This design comes from an exercise in tuning for small area, a short achievable clock period and few clock cycles per item on the open sky130 flow, not from production work. Function was checked by simulation only, so behaviour that the tests miss may differ from the original.

[config.mk]
export PLATFORM = sky130hd
export DESIGN_NAME = zlt_coder
export DESIGN_NICKNAME = zlt_coder
export VERILOG_FILES = /design/flow/design.v
export SDC_FILE = /design/flow/constraint.sdc
export NUM_CORES = 4
export LEC_CHECK = 0
export CAP_MARGIN = 20
export CORE_MARGIN = 2
export CORE_UTILIZATION = 55
export CTS_CLUSTER_DIAMETER = 100
export CTS_CLUSTER_SIZE = 30
export SLEW_MARGIN = 20
[constraint.sdc]
create_clock -name core_clock -period 90.0 [get_ports {clk}]
set_input_delay 18.0000 -clock core_clock [delete_from_list [all_inputs] [get_ports {clk}]]
set_output_delay 18.0000 -clock core_clock [all_outputs]
set_load 0.01 [all_outputs]
[design.v]
module zlt_lane (
    input  wire [1:0]  pred,       
    input  wire        bounded,
    input  wire [3:0]  bound,
    input  wire [13:0] a,
    input  wire [4:0]  ra,
    input  wire [13:0] b,
    input  wire [4:0]  rb,
    input  wire [13:0] c,
    input  wire [4:0]  rc,
    input  wire [13:0] x,
    input  wire [4:0]  rx,
    input  wire        top_edge,
    input  wire        left_edge,
    output reg  [13:0] r,          
    output reg  [4:0]  rr,         
    output reg  [4:0]  d,          
    output reg  [15:0] cst,        
    output reg  [15:0] mv          
);
    wire [4:0] step = {bound, 1'b1};
    wire [4:0] r_top;              
    zlt_rtop u_top (.bound(bound), .r(r_top));
    reg  [13:0] p, mx, mn;
    reg  [4:0]  rp, rmx, rmn, rg;
    reg  signed [15:0] grad;
    reg  signed [6:0]  sg;
    always @* begin
        if (a > b) begin mx = a; rmx = ra; mn = b; rmn = rb; end
        else       begin mx = b; rmx = rb; mn = a; rmn = ra; end
        grad = $signed({2'b00, a}) + $signed({2'b00, b}) - $signed({2'b00, c});
        sg   = $signed({2'b00, ra}) + $signed({2'b00, rb}) - $signed({2'b00, rc});
        if (sg < 0)                          sg = sg + $signed({2'b00, step});
        else if (sg >= $signed({2'b00, step})) sg = sg - $signed({2'b00, step});
        rg   = sg[4:0];
        case (pred)
            2'd0: begin p = a; rp = ra; end
            2'd1: begin p = b; rp = rb; end
            2'd2: begin
                if (grad < 0)               begin p = 14'd0;     rp = 5'd0;  end
                else if (grad > 16'sd16383) begin p = 14'd16383; rp = r_top; end
                else                        begin p = grad[13:0]; rp = rg;   end
            end
            default: begin
                if (c >= mx)      begin p = mn; rp = rmn; end
                else if (c <= mn) begin p = mx; rp = rmx; end
                else              begin p = grad[13:0]; rp = rg; end
            end
        endcase
        if (top_edge)       begin p = a; rp = ra; end
        else if (left_edge) begin p = b; rp = rb; end
    end
    reg  signed [6:0]  df;
    reg  signed [15:0] ru, v, e;
    reg  signed [6:0]  lo;
    reg  [10:0] hi;
    wire [10:0] xp1 = {2'b00, x[13:5]} + 11'd1;
    wire [10:0] xm1 = {2'b00, x[13:5]} - 11'd1;
    always @* begin
        e  = $signed({2'b00, x}) - $signed({2'b00, p});
        df = $signed({2'b00, rp}) - $signed({2'b00, rx});
        if (df > $signed({3'b000, bound}))       df = df - $signed({2'b00, step});
        else if (df < -$signed({3'b000, bound})) df = df + $signed({2'b00, step});
        lo = $signed({2'b00, x[4:0]}) + df;
        hi = lo[6] ? xm1 : (lo[5] ? xp1 : {2'b00, x[13:5]});
        ru = {hi[10], hi, lo[4:0]};
        v  = e + df;
        if (!bounded) begin
            r   = x;
            rr  = rx;
            d   = 5'd0;
            mv  = {{2{e[13]}}, e[13:0]};         
            cst = 16'd0;
        end else begin
            if (ru < 0)                 begin r = 14'd0;     rr = 5'd0;  end
            else if (ru > 16'sd16383)   begin r = 14'd16383; rr = r_top; end
            else                        begin r = ru[13:0];  rr = rp;    end
            d   = r[4:0] - x[4:0];
            mv  = v;
            cst = 16'd0;
        end
    end
endmodule
module zlt_rtop (
    input  wire [3:0]  bound,
    output reg  [4:0]  r
);
    always @* begin
        case (bound)
            4'd2:    r = 5'd3;
            4'd3:    r = 5'd3;
            4'd4:    r = 5'd3;
            4'd5:    r = 5'd4;
            4'd6:    r = 5'd3;
            4'd7:    r = 5'd3;
            4'd8:    r = 5'd12;
            4'd9:    r = 5'd5;
            4'd10:   r = 5'd3;
            4'd11:   r = 5'd7;
            4'd12:   r = 5'd8;
            4'd13:   r = 5'd21;
            4'd14:   r = 5'd27;
            4'd15:   r = 5'd15;
            default: r = 5'd0;
        endcase
    end
endmodule
module zlt_modh (
    input  wire [6:0]  xh,
    input  wire [3:0]  bound,
    output reg  [4:0]  r
);
    reg [4:0] step;
    reg [5:0] t6;
    integer i;
    always @* begin
        step = {bound, 1'b1};
        r = 5'd0;
        for (i = 6; i >= 0; i = i - 1) begin
            t6 = {r, xh[i]};
            if (t6 >= {1'b0, step}) r = t6[4:0] - step;
            else                    r = t6[4:0];
        end
    end
endmodule
module zlt_modl (
    input  wire [4:0]  rh,
    input  wire [6:0]  xl,
    input  wire [3:0]  bound,
    output reg  [4:0]  r
);
    reg [4:0] step;
    reg [5:0] t6;
    integer i;
    always @* begin
        step = {bound, 1'b1};
        r = rh;
        for (i = 6; i >= 0; i = i - 1) begin
            t6 = {r, xl[i]};
            if (t6 >= {1'b0, step}) r = t6[4:0] - step;
            else                    r = t6[4:0];
        end
    end
endmodule
module zlt_coder (
    input  wire        clk,
    input  wire        rst,
    input  wire        start,
    input  wire        cfg_bounded,
    input  wire [3:0]  cfg_bound,
    input  wire        cfg_cfa,
    output wire        idle,
    input  wire        s_valid,
    output wire        s_ready,
    input  wire [13:0] s_data,
    output reg         o_valid,
    output reg  [63:0] o_data,
    output reg         done,
    output wire [15:0] o_bytes,
    output wire [31:0] o_crc
);
    reg         run, idle_r, rdy;
    reg         c_bnd, c_cfa;
    reg  [3:0]  c_B;
    reg  [5:0]  in_cnt, in_blk;
    reg  [13:0] xin, x1, x2;
    reg  [4:0]  rh1, rx1;
    reg         xv, v1, v2;
    wire        take = s_valid & rdy;
    wire [4:0]  c_step = {c_B, 1'b1};
    wire [4:0]  rh0, rx0;
    assign idle    = idle_r;
    assign s_ready = rdy;
    zlt_modh u_mxh (.xh(xin[13:7]), .bound(c_B), .r(rh0));
    zlt_modl u_mxl (.rh(rh1), .xl(x1[6:0]), .bound(c_B), .r(rx0));
    reg         blk_end;
    reg         f_last;
    wire        pick_adv;
    reg         cfg_bnd_r, cfg_cfa_r, st_r;
    reg  [3:0]  cfg_B_r;
    always @(posedge clk) begin
        cfg_bnd_r <= cfg_bounded; cfg_B_r <= cfg_bound; cfg_cfa_r <= cfg_cfa;
        st_r <= idle_r && start;
        if (st_r) begin
            c_bnd <= cfg_bnd_r; c_B <= cfg_B_r; c_cfa <= cfg_cfa_r;
        end
    end
    always @(posedge clk) begin
        xin <= s_data;
        x1  <= xin;
        rh1 <= rh0;
        x2  <= x1;
        rx1 <= rx0;
        if (rst) begin
            run <= 1'b0; idle_r <= 1'b1; rdy <= 1'b0; xv <= 1'b0; v1 <= 1'b0; v2 <= 1'b0;
            in_cnt <= 6'd0; in_blk <= 6'd0;
        end else begin
            xv <= take;
            v1 <= xv;
            v2 <= v1;
            if (take) begin
                in_cnt <= in_cnt + 6'd1;
                if (in_cnt == 6'd63) in_blk <= in_blk + 6'd1;
            end
            if (idle_r && start)                 rdy <= 1'b1;
            else if (take && in_cnt == 6'd63)    rdy <= 1'b0;
            else if (run && !rdy)                rdy <= 1'b1;
            if (idle_r && start)                 run <= 1'b1;
            else if (take && in_cnt == 6'd63 && in_blk == 6'd63) run <= 1'b0;
            if (idle_r && start)                 idle_r <= 1'b0;
            else if (pick_adv && f_last)         idle_r <= 1'b1;
        end
    end
    reg  [6:0]  pend;
    wire        mid   = run && (in_cnt != 6'd0 || in_blk != 6'd0);
    wire        drain = (pend != 7'd0) && !mid;
    wire        adv   = v2 | blk_end | drain;
    assign      pick_adv = adv & blk_end;
    reg  [5:0]  l_pos;
    reg  [2:0]  l_bx, l_by;
    reg  [1:0]  l_plane;
    wire [2:0]  lu = l_pos[2:0];
    wire [2:0]  lv = l_pos[5:3];
    wire [2:0]  c_blast = c_cfa ? 3'd3 : 3'd7;
    wire [1:0]  c_plast = c_cfa ? 2'd3 : 2'd0;
    wire        l_lastblk = (l_bx == c_blast) && (l_by == c_blast) && (l_plane == c_plast);
    wire        l_top  = (l_by == 3'd0) && (lv == 3'd0);
    wire        l_left = (l_bx == 3'd0) && (lu == 3'd0);
    wire        l_verb = l_top && l_left;
    wire [5:0]  n_pos = l_pos + {5'd0, v2};
    wire [2:0]  nu = n_pos[2:0];
    wire [2:0]  nv = n_pos[5:3];
    reg  [2:0]  f_bx, f_by;
    reg         f_bnd, f_cfa;
    reg  [3:0]  f_B;
    always @(posedge clk) begin
        if (rst) begin
            l_pos <= 6'd0; l_bx <= 3'd0; l_by <= 3'd0; l_plane <= 2'd0;
            blk_end <= 1'b0;
        end else begin
            if (adv) blk_end <= 1'b0;
            if (v2) begin
                l_pos <= l_pos + 6'd1;
                if (l_pos == 6'd63) begin
                    blk_end <= 1'b1;
                    f_bx <= l_bx; f_by <= l_by; f_last <= l_lastblk;
                    f_bnd <= c_bnd; f_B <= c_B; f_cfa <= c_cfa;
                    if (l_bx == c_blast) begin
                        l_bx <= 3'd0;
                        if (l_by == c_blast) begin
                            l_by <= 3'd0;
                            l_plane <= (l_plane == c_plast) ? 2'd0 : l_plane + 2'd1;
                        end else l_by <= l_by + 3'd1;
                    end else l_bx <= l_bx + 3'd1;
                end
            end
        end
    end
    reg  [13:0] D  [0:64];          
    reg  [4:0]  RD [0:6];           
    reg  [13:0] E  [0:63];          
    reg  [4:0]  lbr [0:7];          
    reg  [4:0]  crx [0:7];          
    wire        row0_adv;
    integer k;
    function [4:0] radd(input [4:0] rv, input [4:0] dv, input [4:0] st);
        reg signed [6:0] s;
        begin
            s = $signed({2'b00, rv}) + $signed({{2{dv[4]}}, dv});
            if (s < 0)                            s = s + $signed({2'b00, st});
            else if (s >= $signed({2'b00, st}))   s = s - $signed({2'b00, st});
            radd = s[4:0];
        end
    endfunction
    function [16:0] cst(input [15:0] mv, input bnd, input [4:0] st);
        begin
            cst = {mv ^ {16{mv[15]}}, 1'b0} + (mv[15] ? 17'd2 - {12'd0, st} : 17'd0);
        end
    endfunction
    reg  [20:0] cost [0:3];
    reg  [15:0] cmv  [0:3];         
    reg         cvalid;
    reg  [20:0] tot  [0:3];
    reg  [1:0]  best;
    reg  [1:0]  pick;
    reg  [20:0] pick_cost;
    integer j;
    always @* begin
        for (j = 0; j < 4; j = j + 1)
            tot[j] = cost[j] + (cvalid ? {4'd0, cst(cmv[j], c_bnd, c_step)} : 21'd0);
        pick = 2'd0; pick_cost = tot[0];
        for (j = 1; j < 4; j = j + 1)
            if (tot[j] < pick_cost) begin pick = j[1:0]; pick_cost = tot[j]; end
    end
    wire [1:0]  w_sel = pick_adv ? pick : best;
    wire [4:0]  sv_all [0:3];
    wire [4:0]  sv_w  = sv_all[w_sel];
    wire [13:0] lc_val = D[56] + {{9{sv_w[4]}}, sv_w};
    wire [4:0]  lc_res = radd(pick_adv ? crx[0] : crx[1], sv_w, c_step);
    reg  [13:0] a_col0, corner;
    reg  [4:0]  ra_col0, rcorner;
    wire [13:0] lb_val = E[8];
    reg  [4:0]  nb [0:7];
    reg  [2:0]  nb_j, nb_j1;
    reg  [4:0]  nb_h;
    reg  [6:0]  nb_l;
    reg         nb_v1;
    wire        in_row0;
    wire [4:0]  nb_h0, nb_r0;
    wire [13:0] nb_x = E[8 + nb_j];
    zlt_modh u_mbh (.xh(nb_x[13:7]), .bound(c_B), .r(nb_h0));
    zlt_modl u_mbl (.rh(nb_h), .xl(nb_l), .bound(c_B), .r(nb_r0));
    always @(posedge clk) begin
        nb_j  <= rst ? 3'd0 : nb_j + 3'd1;
        nb_j1 <= nb_j;
        nb_h  <= nb_h0;
        nb_l  <= nb_x[6:0];
        nb_v1 <= !in_row0;
        if (nb_v1 && !in_row0) nb[nb_j1] <= nb_r0;
    end
    wire [4:0]  lb_res = nb[nu];
    genvar g;
    generate
        for (g = 0; g < 4; g = g + 1) begin : cl
            reg  [13:0] a, b, c;
            reg  [4:0]  ra, rb, rc;
            reg  [4:0]  dh [0:6];
            reg  [4:0]  sv [0:7];
            wire [13:0] r;
            wire [4:0]  rr, d;
            wire [15:0] cs_unused, mv;
            zlt_lane u_lane (
                .pred(g[1:0]), .bounded(c_bnd), .bound(c_B),
                .a(a), .ra(ra), .b(b), .rb(rb), .c(c), .rc(rc), .x(x2), .rx(rx1),
                .top_edge(l_top), .left_edge(l_left),
                .r(r), .rr(rr), .d(d), .cst(cs_unused), .mv(mv));
            wire [13:0] rf  = l_verb ? x2  : r;
            wire [4:0]  rrf = l_verb ? rx1 : rr;
            wire [4:0]  df  = l_verb ? 5'd0 : d;
            assign sv_all[g] = pick_adv ? sv[0] : sv[1];
            integer h;
            always @(posedge clk) begin
                if (adv) cost[g] <= (v2 && l_pos == 6'd0) ? 21'd0 : tot[g];
                if (adv) begin
                    cmv[g] <= mv;
                    dh[0] <= df;
                    for (h = 1; h < 7; h = h + 1) dh[h] <= dh[h-1];
                    if (v2 && lu == 3'd7) begin
                        for (h = 0; h < 7; h = h + 1) sv[h] <= sv[h+1];
                        sv[7] <= df;
                    end
                    if (nv == 3'd0) begin
                        b <= lb_val; rb <= lb_res;
                    end else begin
                        b  <= D[6] + {{9{dh[6][4]}}, dh[6]};
                        rb <= radd(RD[6], dh[6], c_step);
                    end
                    if (nu != 3'd0) begin
                        c <= b; rc <= rb;
                        a <= rf; ra <= rrf;
                    end else begin
                        if (nv == 3'd0) begin c <= corner; rc <= rcorner; end
                        else            begin c <= a_col0; rc <= ra_col0; end
                        a <= lc_val; ra <= lc_res;
                    end
                end
            end
        end
    endgenerate
    always @(posedge clk) begin
        if (rst) cvalid <= 1'b0;
        else if (adv) cvalid <= v2 && !l_verb;
        if (adv) begin
            D[0] <= x2;
            for (k = 1; k < 65; k = k + 1) D[k] <= D[k-1];
            RD[0] <= rx1;
            for (k = 1; k < 7; k = k + 1) RD[k] <= RD[k-1];
            if (v2 && lu == 3'd7) begin
                for (k = 0; k < 7; k = k + 1) crx[k] <= crx[k+1];
                crx[7] <= rx1;
            end
            if (nu == 3'd0) begin a_col0 <= lc_val; ra_col0 <= lc_res; end
            if (nv == 3'd0 && nu == 3'd7) begin corner <= lb_val; rcorner <= lb_res; end
            if (row0_adv) begin
                for (k = 0; k < 7; k = k + 1) lbr[k] <= lbr[k+1];
                lbr[7] <= lb_res;
            end
        end
        if (pick_adv) best <= pick;
    end
    reg         k_act, k_last, k_bnd, k_cfa;
    reg  [3:0]  k_B;
    reg  [2:0]  k_bx, k_by;
    reg  [6:0]  k_i;
    reg  [1:0]  k_pred;
    wire        k_proc = adv && k_act && !k_i[6];
    assign      row0_adv = pick_adv || (k_proc && kv == 3'd0 && ku != 3'd7);
    wire        k_tsh = k_proc && kv == 3'd7;
    wire        e_cfa = pick_adv ? f_cfa : k_cfa;
    assign      in_row0 = blk_end || (k_act && k_i[6:3] == 4'd0);
    wire [2:0]  ku = k_i[2:0];
    wire [2:0]  kv = k_i[5:3];
    wire        k_top  = (k_by == 3'd0) && (kv == 3'd0);
    wire        k_left = (k_bx == 3'd0) && (ku == 3'd0);
    wire        k_verb = k_top && k_left;
    wire [5:0]  kn = pick_adv ? 6'd0 : k_i[5:0] + 6'd1;
    wire [2:0]  knu = kn[2:0];
    wire [2:0]  knv = kn[5:3];
    reg  [13:0] ka, kb, kc, k_corner;
    reg  [4:0]  kra, krb, krc, kr_corner;
    reg  [13:0] rh  [0:6];
    reg  [4:0]  rrh [0:6];
    reg  [13:0] cs  [0:7];
    reg  [4:0]  crs [0:7];
    reg  [4:0]  krx;
    wire [13:0] kx = D[64];
    wire [4:0]  krh0, krx0;
    reg  [4:0]  krh;
    zlt_modh u_mkh (.xh(D[62][13:7]), .bound((v2 && l_pos == 6'd63) ? c_B : (pick_adv ? f_B : k_B)), .r(krh0));
    zlt_modl u_mkl (.rh(krh), .xl(D[63][6:0]), .bound(pick_adv ? f_B : k_B), .r(krx0));
    wire [13:0] kr;
    wire [4:0]  krr, kd;
    wire [15:0] kcs_unused, kmv;
    zlt_lane u_code (
        .pred(k_pred), .bounded(k_bnd), .bound(k_B),
        .a(ka), .ra(kra), .b(kb), .rb(krb), .c(kc), .rc(krc), .x(kx), .rx(krx),
        .top_edge(k_top), .left_edge(k_left),
        .r(kr), .rr(krr), .d(kd), .cst(kcs_unused), .mv(kmv));
    wire [13:0] krf  = k_verb ? kx  : kr;
    wire [4:0]  krrf = k_verb ? krx : krr;
    always @(posedge clk) begin
        if (rst) begin
            k_act <= 1'b0; k_i <= 7'd0;
        end else if (pick_adv) begin
            k_act <= 1'b1; k_i <= 7'd0;
        end else if (adv && k_act) begin
            if (k_i[6]) k_act <= 1'b0;
            else        k_i <= k_i + 7'd1;
        end
        if (pick_adv) begin
            k_last <= f_last; k_bnd <= f_bnd; k_B <= f_B; k_cfa <= f_cfa;
            k_bx <= f_bx; k_by <= f_by; k_pred <= pick;
        end
        if (adv) begin
            krx <= krx0;
            krh <= krh0;
            rh[0] <= krf; rrh[0] <= krrf;
            for (k = 1; k < 7; k = k + 1) begin rh[k] <= rh[k-1]; rrh[k] <= rrh[k-1]; end
        end
        if (k_proc && ku == 3'd7) begin
            for (k = 0; k < 7; k = k + 1) begin cs[k] <= cs[k+1]; crs[k] <= crs[k+1]; end
            cs[7] <= krf; crs[7] <= krrf;
        end
        if (k_proc && ku == 3'd7 && kv == 3'd0) begin k_corner <= kb; kr_corner <= krb; end
        if (pick_adv || k_proc) begin
            if (knv == 3'd0) begin kb <= E[0]; krb <= lbr[0]; end
            else             begin kb <= rh[6];  krb <= rrh[6];   end
            if (knu != 3'd0) begin
                kc <= kb; krc <= krb;
                ka <= krf; kra <= krrf;
            end else begin
                if (knv == 3'd0) begin kc <= k_corner; krc <= kr_corner; end
                else begin kc <= cs[0]; krc <= crs[0]; end
                if (pick_adv) begin ka <= cs[0]; kra <= crs[0]; end
                else          begin ka <= cs[1]; kra <= crs[1]; end
            end
        end
        for (k = 0; k < 63; k = k + 1)
            if (row0_adv || (k_tsh && (e_cfa ? (k >= 24 && k < 32) : (k >= 56))))
                E[k] <= (k == 31 && e_cfa) ? (row0_adv ? E[0] : krf) : E[k+1];
        if (row0_adv || k_tsh) E[63] <= row0_adv ? E[0] : krf;
    end
    reg         c1_v, c1_verb, c1_pos0, c1_flush, c1_bnd;
    reg  [15:0] c1_mv;
    reg  [3:0]  c1_B;
    reg  [1:0]  c1_pred;
    always @(posedge clk) begin
        if (rst) begin
            c1_v <= 1'b0; c1_flush <= 1'b0;
        end else if (adv) begin
            c1_v     <= k_proc;
            c1_flush <= k_act && k_i[6] && k_last;
        end
        if (adv) begin
            c1_mv    <= k_verb ? {2'b00, kx} : kmv;
            c1_verb  <= k_verb;
            c1_pos0  <= (k_i[5:0] == 6'd0);
            c1_pred  <= k_pred;
            c1_bnd   <= k_bnd;
            c1_B     <= k_B;
        end
    end
    reg  [14:0] av;
    reg  [4:0]  dstep, drem, drem2;
    reg  [5:0]  d6;
    reg  [13:0] dq, dq2;
    reg  [13:0] m1;
    integer i;
    always @* begin
        av    = c1_mv[15] ? -c1_mv[14:0] : c1_mv[14:0];
        dstep = {c1_B, 1'b1};
        drem  = 5'd0;
        dq    = 14'd0;
        for (i = 14; i >= 7; i = i - 1) begin
            d6 = {drem, av[i]};
            if (d6 >= {1'b0, dstep}) begin
                drem = d6[4:0] - dstep;
                if (i < 14) dq[i] = 1'b1;
            end else begin
                drem = d6[4:0];
            end
        end
    end
    reg         cx_v, cx_verb, cx_pos0, cx_flush, cx_bnd, cx_neg;
    reg  [13:0] cx_m;               
    reg  [4:0]  cx_rem;
    reg  [6:0]  cx_q;
    reg  [3:0]  cx_B;
    reg  [1:0]  cx_pred;
    always @(posedge clk) begin
        if (rst) begin
            cx_v <= 1'b0; cx_flush <= 1'b0;
        end else if (adv) begin
            cx_v     <= c1_v;
            cx_flush <= c1_flush;
        end
        if (adv) begin
            cx_m     <= c1_verb ? c1_mv[13:0] : av[13:0];
            cx_rem   <= drem;
            cx_q     <= dq[13:7];
            cx_neg   <= c1_mv[15];
            cx_verb  <= c1_verb;
            cx_bnd   <= c1_bnd;
            cx_B     <= c1_B;
            cx_pos0  <= c1_pos0;
            cx_pred  <= c1_pred;
        end
    end
    reg  [4:0]  dstep2;
    reg  [5:0]  d62;
    integer i2;
    always @* begin
        dstep2 = {cx_B, 1'b1};
        drem2 = cx_rem;
        dq2   = {cx_q, 7'd0};
        for (i2 = 6; i2 >= 0; i2 = i2 - 1) begin
            d62 = {drem2, cx_m[i2]};
            if (d62 >= {1'b0, dstep2}) begin
                drem2 = d62[4:0] - dstep2;
                dq2[i2] = 1'b1;
            end else begin
                drem2 = d62[4:0];
            end
        end
        if (cx_verb) m1 = cx_m;
        else         m1 = {dq2[12:0], 1'b0} - {13'd0, cx_neg};
    end
    reg         cb_v, cb_verb, cb_pos0, cb_flush;
    reg  [13:0] cb_m;
    reg  [1:0]  cb_pred;
    always @(posedge clk) begin
        if (rst) begin
            cb_v <= 1'b0; cb_flush <= 1'b0;
        end else if (adv) begin
            cb_v     <= cx_v;
            cb_flush <= cx_flush;
        end
        if (adv) begin
            cb_m     <= m1;
            cb_verb  <= cx_verb;
            cb_pos0  <= cx_pos0;
            cb_pred  <= cx_pred;
        end
    end
    reg  [19:0] acc_a;
    reg  [4:0]  cnt_n;
    reg  [3:0]  kk;
    integer q;
    always @* begin
        kk = 4'd13;
        for (q = 12; q >= 0; q = q - 1)
            if (({20'd0, cnt_n} << q) >= {5'd0, acc_a}) kk = q[3:0];
    end
    wire [13:0] u_f = cb_m >> kk;
    wire        esc = (u_f > 14'd23);
    wire        lit = cb_verb || esc;           
    wire [3:0]  klow = lit ? 4'd14 : kk;
    wire [5:0]  fl0 = cb_verb ? 6'd14 : esc ? 6'd38 : (u_f[5:0] + 6'd1 + {2'd0, kk});
    reg  [39:0] fval;
    reg  [5:0]  flen;
    integer fi;
    always @* begin
        for (fi = 0; fi < 40; fi = fi + 1) begin
            if (fi < klow)                      fval[fi] = (fi < 14) ? cb_m[fi % 14] : 1'b0;
            else if (fi == klow && !lit)        fval[fi] = 1'b0;
            else if (fi < fl0)                  fval[fi] = 1'b1;
            else if (cb_pos0 && fi == fl0)      fval[fi] = cb_pred[0];
            else if (cb_pos0 && fi == fl0 + 1)  fval[fi] = cb_pred[1];
            else                                fval[fi] = 1'b0;
        end
        flen = fl0 + (cb_pos0 ? 6'd2 : 6'd0);
    end
    reg         c2_v, c2_flush;
    reg  [39:0] c2_f;
    reg  [5:0]  c2_len;
    always @(posedge clk) begin
        if (rst) begin
            c2_v <= 1'b0; c2_flush <= 1'b0;
        end else if (adv) begin
            c2_v     <= cb_v;
            c2_flush <= cb_flush;
        end
        if (adv) begin
            c2_f     <= fval;
            c2_len   <= flen;
            if (cb_v) begin
                if (cb_verb) begin
                    acc_a <= 20'd64;
                    cnt_n <= 5'd1;
                end else if (cnt_n == 5'd31) begin
                    acc_a <= (acc_a + {6'd0, cb_m}) >> 1;
                    cnt_n <= 5'd16;
                end else begin
                    acc_a <= acc_a + {6'd0, cb_m};
                    cnt_n <= cnt_n + 5'd1;
                end
            end
        end
    end
    reg  [103:0] pbuf;
    reg  [6:0]   pcnt;
    reg  [12:0]  wcount;
    reg  [31:0]  ncrc;              
    reg          done_d;
    wire [103:0] pbuf_add = ((pcnt == 7'd0) ? 104'd0 : pbuf) |
                            ({64'd0, c2_f} << (7'd104 - pcnt - {1'b0, c2_len}));
    wire [7:0]   pcnt_add = {1'b0, pcnt} + {2'd0, c2_len};
    function [63:0] byte_order(input [63:0] w);
        integer b;
        begin
            for (b = 0; b < 8; b = b + 1)
                byte_order[8*b +: 8] = w[63 - 8*b -: 8];
        end
    endfunction
    function [31:0] crc_next(input [31:0] c, input [63:0] d);
        integer i;
        reg [31:0] r;
        begin
            r = c;
            for (i = 0; i < 64; i = i + 1)
                r = (r[0] ^ d[i]) ? ((r >> 1) ^ 32'hEDB88320) : (r >> 1);
            crc_next = r;
        end
    endfunction
    assign o_bytes = {wcount, 3'b000};
    assign o_crc   = ncrc;
    wire word_flush = adv && c2_flush && pcnt != 7'd0;
    wire word_full  = adv && !c2_flush && c2_v && pcnt_add >= 8'd64;
    always @(posedge clk) begin
        if (rst) begin
            o_valid <= 1'b0; done <= 1'b0; done_d <= 1'b0;
            pcnt <= 7'd0; wcount <= 13'd0; ncrc <= 32'd0;
        end else begin
            o_valid <= word_flush || word_full;
            done_d  <= adv && c2_flush;
            done    <= done_d;
            if (o_valid) ncrc <= ~crc_next(~ncrc, o_data);
            if (done) begin
                ncrc <= 32'd0;
                wcount <= 13'd0;
            end
            if (word_flush || word_full) wcount <= wcount + 13'd1;
            if (adv && c2_flush)  pcnt <= 7'd0;
            else if (adv && c2_v) pcnt <= word_full ? pcnt_add[6:0] - 7'd64 : pcnt_add[6:0];
        end
    end
    always @(posedge clk) begin
        if (word_flush) o_data <= byte_order(pbuf[103:40]);
        if (word_full)  o_data <= byte_order(pbuf_add[103:40]);
        if (adv && c2_v && !c2_flush) pbuf <= word_full ? {pbuf_add[39:0], 64'd0} : pbuf_add;
    end
    always @(posedge clk) begin
        if (rst) pend <= 7'd0;
        else if (pick_adv && f_last) pend <= 7'd69;
        else if (adv && pend != 7'd0) pend <= pend - 7'd1;
    end
endmodule
[run.sh]
#!/bin/bash
# synth_recipe.tcl (not shown) runs the flow's synth.tcl, then flattens the netlist and writes it again
# the make line also repeats each setting of config.mk as NAME=value (left out here)
make -C /OpenROAD-flow-scripts/flow DESIGN_CONFIG=/design/flow/config.mk WORK_HOME=/design/flow/orfs CLKGATE_MAP_FILE= SYNTH_SCRIPT=/design/flow/synth_recipe.tcl finish
==> impl_metrics.tcl <==
set metrics [dict create \
    die_w_um 576.0 \
    core-area_mm2 0.3263 \
    via_per_inst 5.875 \
    dr_total_vias 108196 \
    totalWireLength_um 448400 \
    fin_tns_setup_ns 0 \
    final-seq-area_mm2 0.1048 \
    crit_fanout 43 \
    grt_pass1_wl_um 672200 \
    reg2regPathDepth 78 \
    grt_use_total_pct 26.72 \
    synthFlopType "edfxtp_1" \
    antenna_found_initial 24 \
    path_class "flop to output port" \
    cts_root_buf "clkbuf_16" \
    synth_async_sr_flop_share_pct 0 \
    cts_tree "built" \
    netlist_area_mm2 0.1800 \
    yosysSeqAreaShare_pct 58.23 \
    final_max_slew_viol_count 0 \
    start_kind "flop" \
    fmax_mhz 48.44 \
    io_pins 140 \
    critPathSlowestCell "dfxtp_2" \
    syn_inst 13799 \
    wl_per_cell_um 24.35 \
    critPathTopFamily "flip-flops" \
    fin_skew_ns 0.08948 \
    place_congestion 0.9734 \
    final_hold_viol_count 0 \
    die_height_um 576.0 \
    setup_slack_ns 69.36 \
    synth.avg_cell_area_um2 13.04 \
    drtIter0Drc 9828 \
    io_buffer_count 136 \
    hold_class "flop to flop" \
    hold_depth 0 \
    maxCapViolCount 0 \
    clk_pin_slew_ns 0.11 \
    cts.sinks 3559 \
    drcViolationCount 0 \
    clockBufferDepth 4 \
    crit_chain "clkdlybuf4s50_1" \
    place_ws_ns 69.93 \
    grt_pass1_vias 106425 \
    cts_resized 0 \
    synthDistinctLibCells 90 \
    cp.depth 1 \
    numCtsBuffers 165 \
    synth_edf_count 3352 \
    worst_slew_pin_slew_ns 1.170 \
    min_period_over_period_pct 22.94 \
    ant_nets 0 \
    crit_required_ns 72.00 \
    worstSetupEndpointType "output port" \
    ys_seq_elements 3559 \
    nNetsFinal 15367 \
    drtPass1Iterations 7 \
    initial_core_util_pct 55.15 \
    multiInputGateArea_mm2 0.07135 \
    clk-insertion-delay-late_ns 0.93 \
    postLayoutCoreUtil_pct 59.07 \
    drive_gt1_share_pct 6.595 \
    critPathMaxStageDelay_ns 1.03 \
    setup_violations 0 \
    die-area_mm2 0.3318 \
    post_cts_buffers 0 \
    arrival_ns 2.64 \
    fillers 25797 \
    whs_ns 0.3362 \
    dp_hpwl_um 330500 \
    area_growth_pct 7.106 \
    holdBufCountCts 0 \
    outcome "finished clean" \
    grt.overflow.total 0 \
    rows 210 \
    min_period_ns 20.64 \
    cts_max_level 4 \
    slew_headroom_pct 21.59 \
    critPathBufInv 1 \
    rsz0062_at_grt "no" \
    yosys_warnings 45 \
    grt_max_degree 196 \
]
cell usage in the layout (no fill, tap or decap), types with 343 or more instances in the layout:
cell type / instances
xor2_1: 432
ha_1: 1246
nand2_1: 848
inv_1: 721
o21ai_0: 671
nor2_1: 883
edfxtp_1: 3352
a21oi_1: 1005
a21o_1: 343
xnor2_1: 813
mux2i_1: 408
per-stage QoR:
step           area [µm²]  std cells
2_1_floorplan      180000      13801
3_3_place_gp       187300      18114
3_5_place_dp       187300      18115
4_1_cts            192700      18398
5_1_grt            192700      18406
6_report           192800      18415
per-layer routing:
metal	GRT usage (%)	vias to the layer above	part of all wire [%]	wire length [µm]
met5	0	-	0.022	99
met4	10.71	12	4.5	20390
met3	2.695	731	4.9	21810
met2	43.00	3037	46	207900
met1	37.52	53631	44	198200
li1	-	50785	-	-
worst paths after layout:
path	to	slack, ns	startpoint
setup reg to reg	cl[3].ra[2]	71.20	c_B[0]
hold reg to reg	x1[4]	0.34	xin[4]
setup / recovery	o_valid	69.36	o_valid
hold / removal	x1[4]	0.34	xin[4]
cells in the mapped netlist, drive strengths merged (26+ instances only):
library cell / count / area share [%]
edfxtp: 3352 / 56
ha: 1247 / 8.7
a21oi: 1010 / 2.8
nor2: 891 / 1.9
xnor2: 873 / 4.6
nand2: 850 / 1.8
inv: 729 / 1.5
o21ai: 695 / 1.9
xor2: 452 / 2.3
mux2i: 408 / 2.3
a21o: 343 / 1.4
clkbuf: 317 / 0.66
mux2: 241 / 1.5
o21bai: 226 / 0.94
dfxtp: 207 / 2.3
nor2b: 199 / 0.69
fa: 156 / 1.7
and2: 146 / 0.51
nand2b: 129 / 0.45
nand3: 116 / 0.32
o21a: 113 / 0.47
nor3: 87 / 0.24
o211ai: 76 / 0.32
a211oi: 71 / 0.30
a22oi: 61 / 0.25
a21boi: 54 / 0.23
xnor3: 52 / 0.66
a31oi: 51 / 0.18
a222oi: 50 / 0.28
buf: 49 / 0.11
mux4: 48 / 0.60
nand4: 48 / 0.17
and3: 47 / 0.16
o22ai: 44 / 0.15
o31ai: 32 / 0.13
or2: 28 / 0.097
or3: 26 / 0.090
area by class of cell:
cell class / count / share of cell area, %
Timing Repair Buffer: 338 / 1.543
Inverter: 731 / 1.433
Tap cell: 4346 / 2.821
Sequential cell: 3559 / 54.37
Clock buffer: 226 / 2.315
Multi-Input combinational cell: 9145 / 37.02
Clock inverter: 57 / 0.4810
Antenna cell: 13 / 0.01688
cell families after synthesis:
logic type | synth area share [%]
fa+ha+maj | 10.40
other cells | 0.002084
flops | 58.23
buf+inv | 2.298
mux | 4.378
simple gates | 6.697
compound gates | 10.36
xor+xnor | 7.632
state kept, by name (all words and copies together), names as in the netlist, 64 cells and up:
signal and cells:
D 910, E 896, cl.dh 140, cl.sv 160, cmv 64, cost 84
cs 112, o_data 64, pbuf 104, rh 98
Testbench counts, summed over its fixed seeds: cycles 200,440, sorts 48.

==> re-timing with driven ports <==
No port has a modelled driver above. Below, the same layout with a new extraction and two added sets of constraints.
Step 1, drivers: a clkbuf_16 drives clk and a buf_2 each remaining input, both assumed.
Step 2, shift: input delay + t, output delay - t, t = (earliest + latest rising clock arrival at the registers) / 2. This alone moves slack from input paths to output paths.
a / b / c = no drivers / after step 1 / after step 2; a / b = the first two.
t (ns): 0.989
setup slack, ns: 69.357 / 69.252 / 69.938
hold slack, ns: 0.336 / 0.336 / 0.336
After both steps setup and hold are still met in this run. The setup slack of this run moves by -0.105 ns with the drivers and by +0.581 ns with both steps.
